This is an optimization exercise on Yosys and OpenROAD, whose aim is small area, not a production implementation. In this exercise RTL edits were held to simulation tests only and were not proved equivalent to the original. Power and IR drop assume default switching activity.

==> flow/design.v <==
`default_nettype none
module scl_pulse (
    input  wire        clk,
    input  wire        rst,               
    input  wire [16:0] cfg_const,         
    input  wire        cfg_test,          
    input  wire [15:0] cfg_tick_len,      
    input  wire        tick,              
    input  wire [47:0] e_uj,              
    output reg         pls,               
    output wire [31:0] backlog,           
    output reg         bklg_evt           
);
    localparam [29:0] KD = 30'd439453125;    
    reg  [7:0]  cnt;
    wire        idle    = (cnt[7:2] == 6'd59);        
    wire        ph_mul  = (cnt < 8'd104);             
    wire        ph_div  = !cnt[7] && (cnt >= 8'd104);      
    wire        ph_tot  = cnt[7] && (cnt <= 8'd182);  
    wire        ph_rot  = cnt[7] && !idle;            
    wire        lo_on   = !cnt[5];                    
    wire        rh_mul  = (cnt <= 8'd80);             
    wire        rh_ld   = cnt[7] && (cnt <= 8'd152);  
    wire        q_on    = !cnt[5] && !(cnt[4] && cnt[3]);   
    wire        n_on    = (cnt[5:3] == 3'd0);         
    wire        s_on    = cnt[5];                     
    wire [2:0]  kb      = cnt[2:0];                   
    wire        w_go    = (cnt == 8'd215);            
    reg  [65:0] z;
    reg  [24:0] rh;           
    reg         rz;           
    reg  [31:0] t_lo;         
    reg  [22:0] t_hi;         
    reg         tz;           
    reg         tz_p;         
    reg         c1, b2;       
    reg         sat;          
    reg         sat_w;        
    wire [7:0]  n_max = cfg_test ? 8'd200 : 8'd4;
    wire        cin   = rh[0] & ~rz & rh_mul;
    wire [18:0] m_s   = {1'b0, z[65:48]} + (z[0] ? {2'b0, cfg_const} : 19'd0) + {1'b0, cin, 17'd0};
    wire [29:0] d_v   = z[65:36];
    wire [30:0] d_sub = {1'b0, d_v} - {1'b0, KD};
    wire        d_ge  = ~d_sub[30];
    wire [28:0] d_r   = d_ge ? d_sub[28:0] : d_v[28:0];
    wire        t_b   = (lo_on ? t_lo[cnt[4:0]] : t_hi[0]) & ~tz;
    wire        q_b   = z[0] & q_on;
    wire        s1    = t_b ^ q_b ^ c1;
    wire        c1_n  = (t_b & q_b) | (c1 & (t_b ^ q_b));
    wire        n_b   = n_on & n_max[kb];
    wire        y     = s1 ^ n_b ^ b2;
    wire        b2_n  = (~s1 & (n_b | b2)) | (n_b & b2);
    always @(posedge clk) begin
        if (tick) begin
            z[47:0]  <= e_uj;
            z[65]    <= 1'b0;
            if (rz)
                z[64:48] <= 17'd0;
        end else if (ph_mul)
            z <= {m_s[18:1], m_s[0], z[47:1]};
        else if (ph_div)
            z <= {d_r, z[35:0], d_ge};
        else if (ph_rot)
            z <= {z[0], z[65:42], (ph_tot && lo_on) ? y : z[41], z[40:1]};
        else begin
            z[47:0] <= z[48:1];
            z[65]   <= z[0];
        end
        if (rh_mul || rh_ld)
            rh <= {z[41], rh[24:1]};
        if (ph_tot && !lo_on)
            t_hi <= {y, t_hi[22:1]};
        if (ph_tot) begin
            c1 <= c1_n;
            b2 <= b2_n;
        end else begin
            c1 <= 1'b0;
            b2 <= 1'b0;
        end
        if (tick || rst)
            sat <= 1'b0;
        else if (ph_tot && s_on && s1)
            sat <= 1'b1;
        if (cnt == 8'd182)
            tz_p <= b2_n;
        if (w_go)
            t_lo <= z[51:20];                         
        if (rst) begin
            cnt   <= 8'd236;
            rz    <= 1'b1;
            tz    <= 1'b1;
            sat_w <= 1'b0;
        end else begin
            if (tick)
                cnt <= 8'd56;
            else if (!idle)
                cnt <= cnt + 8'd1;
            if (cnt == 8'd235)
                rz <= 1'b0;
            if (w_go) begin
                tz    <= tz_p;
                sat_w <= sat;
            end
        end
    end
    wire [7:0]  y_lo  = z[29:22];                    
    wire [4:0]  n_hi  = y_lo[7:3] + 5'b11001;
    wire [7:0]  n_new = !tz_p    ? n_max :
                        cfg_test ? {n_hi, y_lo[2:0]} : {6'd0, y_lo[1:0]};
    wire [4:0]  w_hi  = t_lo[7:3] + 5'b11001;
    wire [7:0]  win_n = !tz      ? n_max :
                        cfg_test ? {w_hi, t_lo[2:0]} : {6'd0, t_lo[1:0]};
    assign backlog = sat_w ? {24'hFFFFFF, ~n_max} : ({32{~tz}} & t_lo);
    reg  [7:0]  left;         
    reg  [16:0] dacc;
    reg  [14:0] wc;
    wire        start  = (left != 8'd0) && !dacc[16];
    wire [7:0]  n_w    = (cnt[7:1] == 7'd107) ? left : win_n;
    wire [8:0]  da_p   = dacc[7:0] + n_w + {7'd0, start};
    wire [16:0] da_h   = start ? {1'b1, ~cfg_tick_len} : {dacc[16:8], 8'd0};
    wire [16:0] da_n   = da_h + {8'd0, da_p};
    wire [7:0]  w_h    = (cfg_test && n_w > 8'd4) ? n_w : 8'd5;
    wire [14:0] wc_b   = start ? cfg_tick_len[15:1] : wc;
    wire [15:0] wc_n   = {1'b0, wc_b} - {8'd0, w_h};
    always @(posedge clk) begin
        wc <= wc_n[14:0];
        if (cnt == 8'd213) begin
            dacc  <= 17'h1FFFF;
        end else begin
            dacc  <= da_n;
        end
        if (rst) begin
            left     <= 8'd0;
            pls      <= 1'b0;
            bklg_evt <= 1'b0;
        end else begin
            if (cnt == 8'd213)
                left <= n_new;
            else if (start)
                left <= left - 8'd1;
            pls <= start | (pls & ~wc_n[15]);
            if (w_go)
                bklg_evt <= bklg_evt | sat;
        end
    end
endmodule
`default_nettype wire
export LEC_CHECK = 0
export CAP_MARGIN = 20
export CORE_MARGIN = 2
export CORE_UTILIZATION = 50
export SLEW_MARGIN = 20
create_clock -name core_clock -period 20.0 [get_ports {clk}]
standard.sh (not shown) runs the stock make flow with config.mk's settings and CLKGATE_MAP_FILE= SYNTH_SCRIPT=/design/flow/synth_recipe.tcl, a recipe that flattens the netlist after the stock synthesis.
==> flow/flow/run.sh <==
#!/bin/bash
# Own layout flow: the standard ORFS flow (standard.sh) with
#  - synthesis: the standard synthesis script, but ABC maps with an area
#    oriented script (flow/abc.script) and Yosys's full-adder extraction is
#    off; registers, their names and cell types are as in the standard one;
#  - every port still gets a buffer, of the smallest buffer cell;
#  - clock tree synthesis without dummy loads and with smaller buffers.
# Each make run writes its full output to a log file in the work folder.
set -euo pipefail
W=$(pwd)
F=$W/flow
cat > $W/own_synth.tcl <<EOT
proc abc {args} {
  set i [lsearch -exact \$args -script]
  if {\$i >= 0} { lset args [expr {\$i + 1}] $F/abc.script }
  yosys abc {*}\$args
}
source $W/synth_recipe.tcl
EOT
CTS="-sink_clustering_enable -repair_clock_nets -dont_use_dummy_load -buf_list sky130_fd_sc_hd__clkbuf_4 -sink_clustering_size 9 -sink_clustering_max_diameter 50"
bash standard.sh SYNTH_SCRIPT=$W/own_synth.tcl ADDER_MAP_FILE= \
  "BUFFER_PORTS_ARGS=-buffer_cell sky130_fd_sc_hd__buf_1" \
  "CTS_ARGS=$CTS" finish > $W/make_finish.log 2>&1
==> flow/flow/abc.script <==
strash
&get -n
&deepsyn -T 20
&put
dch -f
amap -F 2 -A 20
topo
Next try:
--- a/flow/design.v
+++ b/flow/design.v
@@ -19,21 +19,20 @@
     wire        ph_tot  = cnt[7] && (cnt <= 8'd182);  
     wire        ph_rot  = cnt[7] && !idle;            
     wire        lo_on   = !cnt[5];                    
     wire        rh_mul  = (cnt <= 8'd80);             
-    wire        rh_ld   = cnt[7] && (cnt <= 8'd152);  
+    wire        rh_sh   = (cnt <= 8'd152);            
     wire        q_on    = !cnt[5] && !(cnt[4] && cnt[3]);   
     wire        n_on    = (cnt[5:3] == 3'd0);         
     wire        s_on    = cnt[5];                     
     wire [2:0]  kb      = cnt[2:0];                   
     wire        w_go    = (cnt == 8'd215);            
     reg  [65:0] z;
     reg  [24:0] rh;           
     reg         rz;           
-    reg  [31:0] t_lo;         
+    reg  [31:0] t_lo_n;       
     reg  [22:0] t_hi;         
     reg         tz;           
-    reg         tz_p;         
     reg         c1, b2;       
     reg         sat;          
     reg         sat_w;        
     wire [7:0]  n_max = cfg_test ? 8'd200 : 8'd4;
@@ -42,50 +41,44 @@
     wire [29:0] d_v   = z[65:36];
     wire [30:0] d_sub = {1'b0, d_v} - {1'b0, KD};
     wire        d_ge  = ~d_sub[30];
     wire [28:0] d_r   = d_ge ? d_sub[28:0] : d_v[28:0];
-    wire        t_b   = (lo_on ? t_lo[cnt[4:0]] : t_hi[0]) & ~tz;
+    wire        t_b   = (lo_on ? ~t_lo_n[cnt[4:0]] : t_hi[0]) & ~tz;
     wire        q_b   = z[0] & q_on;
     wire        s1    = t_b ^ q_b ^ c1;
     wire        c1_n  = (t_b & q_b) | (c1 & (t_b ^ q_b));
     wire        n_b   = n_on & n_max[kb];
     wire        y     = s1 ^ n_b ^ b2;
     wire        b2_n  = (~s1 & (n_b | b2)) | (n_b & b2);
     always @(posedge clk) begin
-        if (tick) begin
+        if (idle) begin
             z[47:0]  <= e_uj;
             z[65]    <= 1'b0;
             if (rz)
                 z[64:48] <= 17'd0;
         end else if (ph_mul)
             z <= {m_s[18:1], m_s[0], z[47:1]};
         else if (ph_div)
             z <= {d_r, z[35:0], d_ge};
-        else if (ph_rot)
-            z <= {z[0], z[65:42], (ph_tot && lo_on) ? y : z[41], z[40:1]};
-        else begin
-            z[47:0] <= z[48:1];
-            z[65]   <= z[0];
-        end
-        if (rh_mul || rh_ld)
+        else
+            z <= {z[0], z[65:42], (!cnt[6] && !cnt[5]) ? ~y : z[41], z[40:1]};
+        if (rh_sh)
             rh <= {z[41], rh[24:1]};
         if (ph_tot && !lo_on)
             t_hi <= {y, t_hi[22:1]};
         if (ph_tot) begin
             c1 <= c1_n;
             b2 <= b2_n;
-        end else begin
+        end else if (!cnt[7]) begin
             c1 <= 1'b0;
             b2 <= 1'b0;
         end
         if (tick || rst)
             sat <= 1'b0;
         else if (ph_tot && s_on && s1)
             sat <= 1'b1;
-        if (cnt == 8'd182)
-            tz_p <= b2_n;
         if (w_go)
-            t_lo <= z[51:20];                         
+            t_lo_n <= z[51:20];                       
         if (rst) begin
             cnt   <= 8'd236;
             rz    <= 1'b1;
             tz    <= 1'b1;
@@ -97,21 +90,22 @@
                 cnt <= cnt + 8'd1;
             if (cnt == 8'd235)
                 rz <= 1'b0;
             if (w_go) begin
-                tz    <= tz_p;
+                tz    <= b2;
                 sat_w <= sat;
             end
         end
     end
-    wire [7:0]  y_lo  = z[29:22];                    
+    wire [7:0]  y_lo  = ~z[29:22];                   
     wire [4:0]  n_hi  = y_lo[7:3] + 5'b11001;
-    wire [7:0]  n_new = !tz_p    ? n_max :
+    wire [7:0]  n_new = !b2      ? n_max :
                         cfg_test ? {n_hi, y_lo[2:0]} : {6'd0, y_lo[1:0]};
-    wire [4:0]  w_hi  = t_lo[7:3] + 5'b11001;
+    wire [7:0]  t_l8  = ~t_lo_n[7:0];
+    wire [4:0]  w_hi  = t_l8[7:3] + 5'b11001;
     wire [7:0]  win_n = !tz      ? n_max :
-                        cfg_test ? {w_hi, t_lo[2:0]} : {6'd0, t_lo[1:0]};
-    assign backlog = sat_w ? {24'hFFFFFF, ~n_max} : ({32{~tz}} & t_lo);
+                        cfg_test ? {w_hi, t_l8[2:0]} : {6'd0, t_l8[1:0]};
+    assign backlog = sat_w ? {24'hFFFFFF, ~n_max} : ~({32{tz}} | t_lo_n);
     reg  [7:0]  left;         
     reg  [16:0] dacc;
     reg  [14:0] wc;
     wire        start  = (left != 8'd0) && !dacc[16];
Outcome: Fmax drops by a few percent. Routed wire length drops by a few percent. Global-route usage drops by 0.15 points. Die area drops slightly. Design area drops slightly. Cell count drops by a few percent.

---

scl_pulse, a different RTL version from the one above (not shown whole).
For scale: about 1100 cells after synthesis, roughly 120 I/O pins, about 10000 sq um of cells after synthesis.
==> module scl_pulse, before the edit <==
module scl_pulse (
    input  wire        clk,
    input  wire        rst,               
    input  wire [16:0] cfg_const,         
    input  wire        cfg_test,          
    input  wire [15:0] cfg_tick_len,      
    input  wire        tick,              
    input  wire [47:0] e_uj,              
    output reg         pls,               
    output reg  [31:0] backlog,           
    output reg         bklg_evt           
);
    localparam [29:0] KD = 30'd439453125;    
    reg  [7:0]  cnt;
    wire        ph_mul  = (cnt >= 8'd56)  && (cnt <= 8'd103);
    wire        ph_div  = (cnt >= 8'd104) && (cnt <= 8'd127);
    wire        ph_tot  = (cnt >= 8'd128) && (cnt <= 8'd182);   
    wire        ph_rot  = (cnt >= 8'd128) && (cnt <= 8'd169);   
    wire        rh_mul  = (cnt >= 8'd56)  && (cnt <= 8'd80);    
    wire        rh_ld   = (cnt >= 8'd128) && (cnt <= 8'd152);   
    wire        q_on    = (cnt <= 8'd151);            
    wire        n_on    = (cnt <= 8'd135);            
    wire        s_on    = (cnt >= 8'd160);            
    wire [2:0]  kb      = cnt[2:0];                   
    wire        idle    = (cnt == 8'd215);
    reg  [65:0] z;
    reg  [24:0] rh;           
    reg         rz;           
    reg  [54:0] t_q;          
    reg         tz;           
    reg         c1, b2;       
    reg         sat;          
    wire [7:0]  n_max = cfg_test ? 8'd200 : 8'd4;
    wire        cin   = rh[0] & ~rz & rh_mul;
    wire [18:0] m_s   = {1'b0, z[65:48]} + (z[0] ? {2'b0, cfg_const} : 19'd0) + {1'b0, cin, 17'd0};
    wire [29:0] d_v   = z[65:36];
    wire [30:0] d_sub = {1'b0, d_v} - {1'b0, KD};
    wire        d_ge  = ~d_sub[30];
    wire [28:0] d_r   = d_ge ? d_sub[28:0] : d_v[28:0];
    wire        t_b   = t_q[0] & ~tz;
    wire        q_b   = z[0] & q_on;
    wire        s1    = t_b ^ q_b ^ c1;
    wire        c1_n  = (t_b & q_b) | (c1 & (t_b ^ q_b));
    wire        n_b   = n_on & n_max[kb];
    wire        y     = s1 ^ n_b ^ b2;
    wire        b2_n  = (~s1 & (n_b | b2)) | (n_b & b2);
    always @(posedge clk) begin
        if (tick) begin
            z[47:0]  <= e_uj;
            z[65]    <= 1'b0;
            if (rz)
                z[64:48] <= 17'd0;
        end else if (ph_mul)
            z <= {m_s[18:1], m_s[0], z[47:1]};
        else if (ph_div)
            z <= {d_r, z[35:0], d_ge};
        else if (ph_rot)
            z <= {z[0], z[65:1]};
        else begin
            z[47:0] <= z[48:1];
            z[65]   <= z[0];
        end
        if (rh_mul || rh_ld)
            rh <= {z[41], rh[24:1]};
        if (ph_tot)
            t_q <= {y, t_q[54:1]};
        if (ph_tot) begin
            c1 <= c1_n;
            b2 <= b2_n;
        end else begin
            c1 <= 1'b0;
            b2 <= 1'b0;
        end
        if (tick || rst)
            sat <= 1'b0;
        else if (ph_tot && s_on && s1)
            sat <= 1'b1;
        if (rst) begin
            cnt <= 8'd215;
            rz  <= 1'b1;
            tz  <= 1'b1;
        end else begin
            if (tick)
                cnt <= 8'd56;
            else if (!idle)
                cnt <= cnt + 8'd1;
            if (cnt == 8'd169)
                rz <= 1'b0;
            if (cnt == 8'd182)
                tz <= b2_n;
        end
    end
    wire [4:0]  n_hi  = t_q[7:3] + 5'b11001;
    wire [7:0]  n_new = !tz     ? n_max :
                        cfg_test ? {n_hi, t_q[2:0]} : {6'd0, t_q[1:0]};
    reg  [7:0]  win_n;        
    reg  [7:0]  left;         
    reg  [16:0] dacc;
    reg  [14:0] wc;
    wire        start  = (left != 8'd0) && !dacc[16];
    wire [8:0]  da_p   = dacc[7:0] + win_n + {7'd0, start};
    wire [16:0] da_h   = start ? {1'b1, ~cfg_tick_len} : {dacc[16:8], 8'd0};
    wire [16:0] da_n   = da_h + {8'd0, da_p};
    wire [7:0]  w_h    = (cfg_test && win_n > 8'd4) ? win_n : 8'd5;
    wire [14:0] wc_b   = start ? cfg_tick_len[15:1] : wc;
    wire [15:0] wc_n   = {1'b0, wc_b} - {8'd0, w_h};
    always @(posedge clk) begin
        wc <= wc_n[14:0];
        if (cnt == 8'd213) begin
            win_n <= n_new;
            dacc  <= 17'h1FFFF;
        end else begin
            dacc  <= da_n;
        end
        if (rst) begin
            left     <= 8'd0;
            pls      <= 1'b0;
            backlog  <= 32'd0;
            bklg_evt <= 1'b0;
        end else begin
            if (cnt == 8'd214)
                left <= win_n;
            else if (start)
                left <= left - 8'd1;
            pls <= start | (pls & ~wc_n[15]);
            if (idle) begin
                backlog[31:8] <= {24{sat}} | ({24{~tz}} & t_q[31:8]);
                backlog[7:0]  <= sat ? ~n_max : ({8{~tz}} & t_q[7:0]);
                bklg_evt      <= bklg_evt | sat;
            end
        end
    end
endmodule
export LEC_CHECK = 0
export CAP_MARGIN = 20
export CORE_MARGIN = 2
export CORE_UTILIZATION = 40
export SLEW_MARGIN = 20
create_clock -name core_clock -period 20.0 [get_ports {clk}]
==> flow/flow/run.sh <==
#!/bin/bash
# Own layout flow: the standard ORFS flow (standard.sh) with
#  - synthesis: the standard synthesis script, but ABC maps with an area
#    oriented script (flow/abc.script) and Yosys's full-adder extraction is
#    off; registers, their names and cell types are as in the standard one;
#  - every port still gets a buffer, of the smallest buffer cell;
#  - clock tree synthesis without dummy loads and with smaller buffers.
# Each make run writes its full output to a log file in the work folder.
set -euo pipefail
W=$(pwd)
F=$W/flow
cat > $W/own_synth.tcl <<EOT
proc abc {args} {
  set i [lsearch -exact \$args -script]
  if {\$i >= 0} { lset args [expr {\$i + 1}] $F/abc.script }
  yosys abc {*}\$args
}
source $W/synth_recipe.tcl
EOT
CTS="-sink_clustering_enable -repair_clock_nets -dont_use_dummy_load -buf_list sky130_fd_sc_hd__clkbuf_4 -sink_clustering_size 10 -sink_clustering_max_diameter 60"
bash standard.sh SYNTH_SCRIPT=$W/own_synth.tcl ADDER_MAP_FILE= \
  "BUFFER_PORTS_ARGS=-buffer_cell sky130_fd_sc_hd__buf_1" \
  "CTS_ARGS=$CTS" finish > $W/make_finish.log 2>&1
==> flow/flow/abc.script <==
strash
&get -n
&deepsyn -T 20
&put
dch -f
amap
topo
Change:
--- a/flow/design.v
+++ b/flow/design.v
@@ -54,16 +54,14 @@
         end else if (ph_mul)
             z <= {m_s[18:1], m_s[0], z[47:1]};
         else if (ph_div)
             z <= {d_r, z[35:0], d_ge};
         else if (ph_rot)
             z <= {z[0], z[65:1]};
-        else begin
-            z[47:0] <= z[48:1];
-            z[65]   <= z[0];
-        end
+        else
+            z[47:0] <= {1'b0, z[47:1]};
         if (rh_mul || rh_ld)
             rh <= {z[41], rh[24:1]};
         if (ph_tot)
             t_q <= {y, t_q[54:1]};
         if (ph_tot) begin
             c1 <= c1_n;
@@ -88,15 +86,13 @@
             if (cnt == 8'd169)
                 rz <= 1'b0;
             if (cnt == 8'd182)
                 tz <= b2_n;
         end
     end
-    wire [4:0]  n_hi  = t_q[7:3] + 5'b11001;
-    wire [7:0]  n_new = !tz     ? n_max :
-                        cfg_test ? {n_hi, t_q[2:0]} : {6'd0, t_q[1:0]};
+    wire [7:0]  n_new = tz ? (t_q[7:0] + n_max) : n_max;
     reg  [7:0]  win_n;        
     reg  [7:0]  left;         
     reg  [16:0] dacc;
     reg  [14:0] wc;
     wire        start  = (left != 8'd0) && !dacc[16];
     wire [8:0]  da_p   = dacc[7:0] + win_n + {7'd0, start};
Outcome: Non-clock buffer count came out lower by 7; combinational power rose by a quarter to a third; total power came out higher by a little under a tenth; cell count goes down slightly; cell area barely changes; setup slack is better by 1500 ps; critical path depth decreases by 1; global-route usage is lower by 0.33 points; count of clock-buffer cells in the layout stays the same; sequential share of layout area drops by 0.15 points; via count is lower slightly; synthesized area grows slightly.

-- afterwards: timing with drivers on the ports --
Ports are ideal in the flow. The routed layouts listed here were re-timed in OpenROAD. Step 1, drivers: a clkbuf_16 drives clk and a buf_2 each remaining input, both assumed. Step 2 adds t to the input delays and takes it off the output delays; t is the mean of the earliest and latest rising clock arrival at the registers after step 1. Input paths then give back, and output paths get back, about the clock's delay inside the block. Three values: ideal, step 1, step 2; two values: the first two.
| run | t (ns) | setup slack, ns | worst setup path at the end | worst register clock-pin slew, ns | worst slew at a driven data input, ns |
|---|---|---|---|---|---|
| the first run of note 1 | 0.697 | 11.019 / 10.978 / 10.705 | input to register | 0.11 / 0.11 | 0.04 |
| the second run of note 1 | 0.678 | 10.796 / 10.756 / 10.205 | input to register | 0.11 / 0.11 | 0.06 |
| the first run of note 2 | 0.697 | 10.118 / 10.137 / 9.440 | input to register | 0.12 / 0.12 | 0.05 |
| the second run of note 2 | 0.707 | 11.631 / 11.652 / 10.945 | input to register | 0.11 / 0.11 | 0.05 |
After both steps every run listed still meets setup and hold. For the second run of note 2, which loses most, drivers alone change the setup slack by +0.021 ns; drivers and shift together by -0.686 ns.
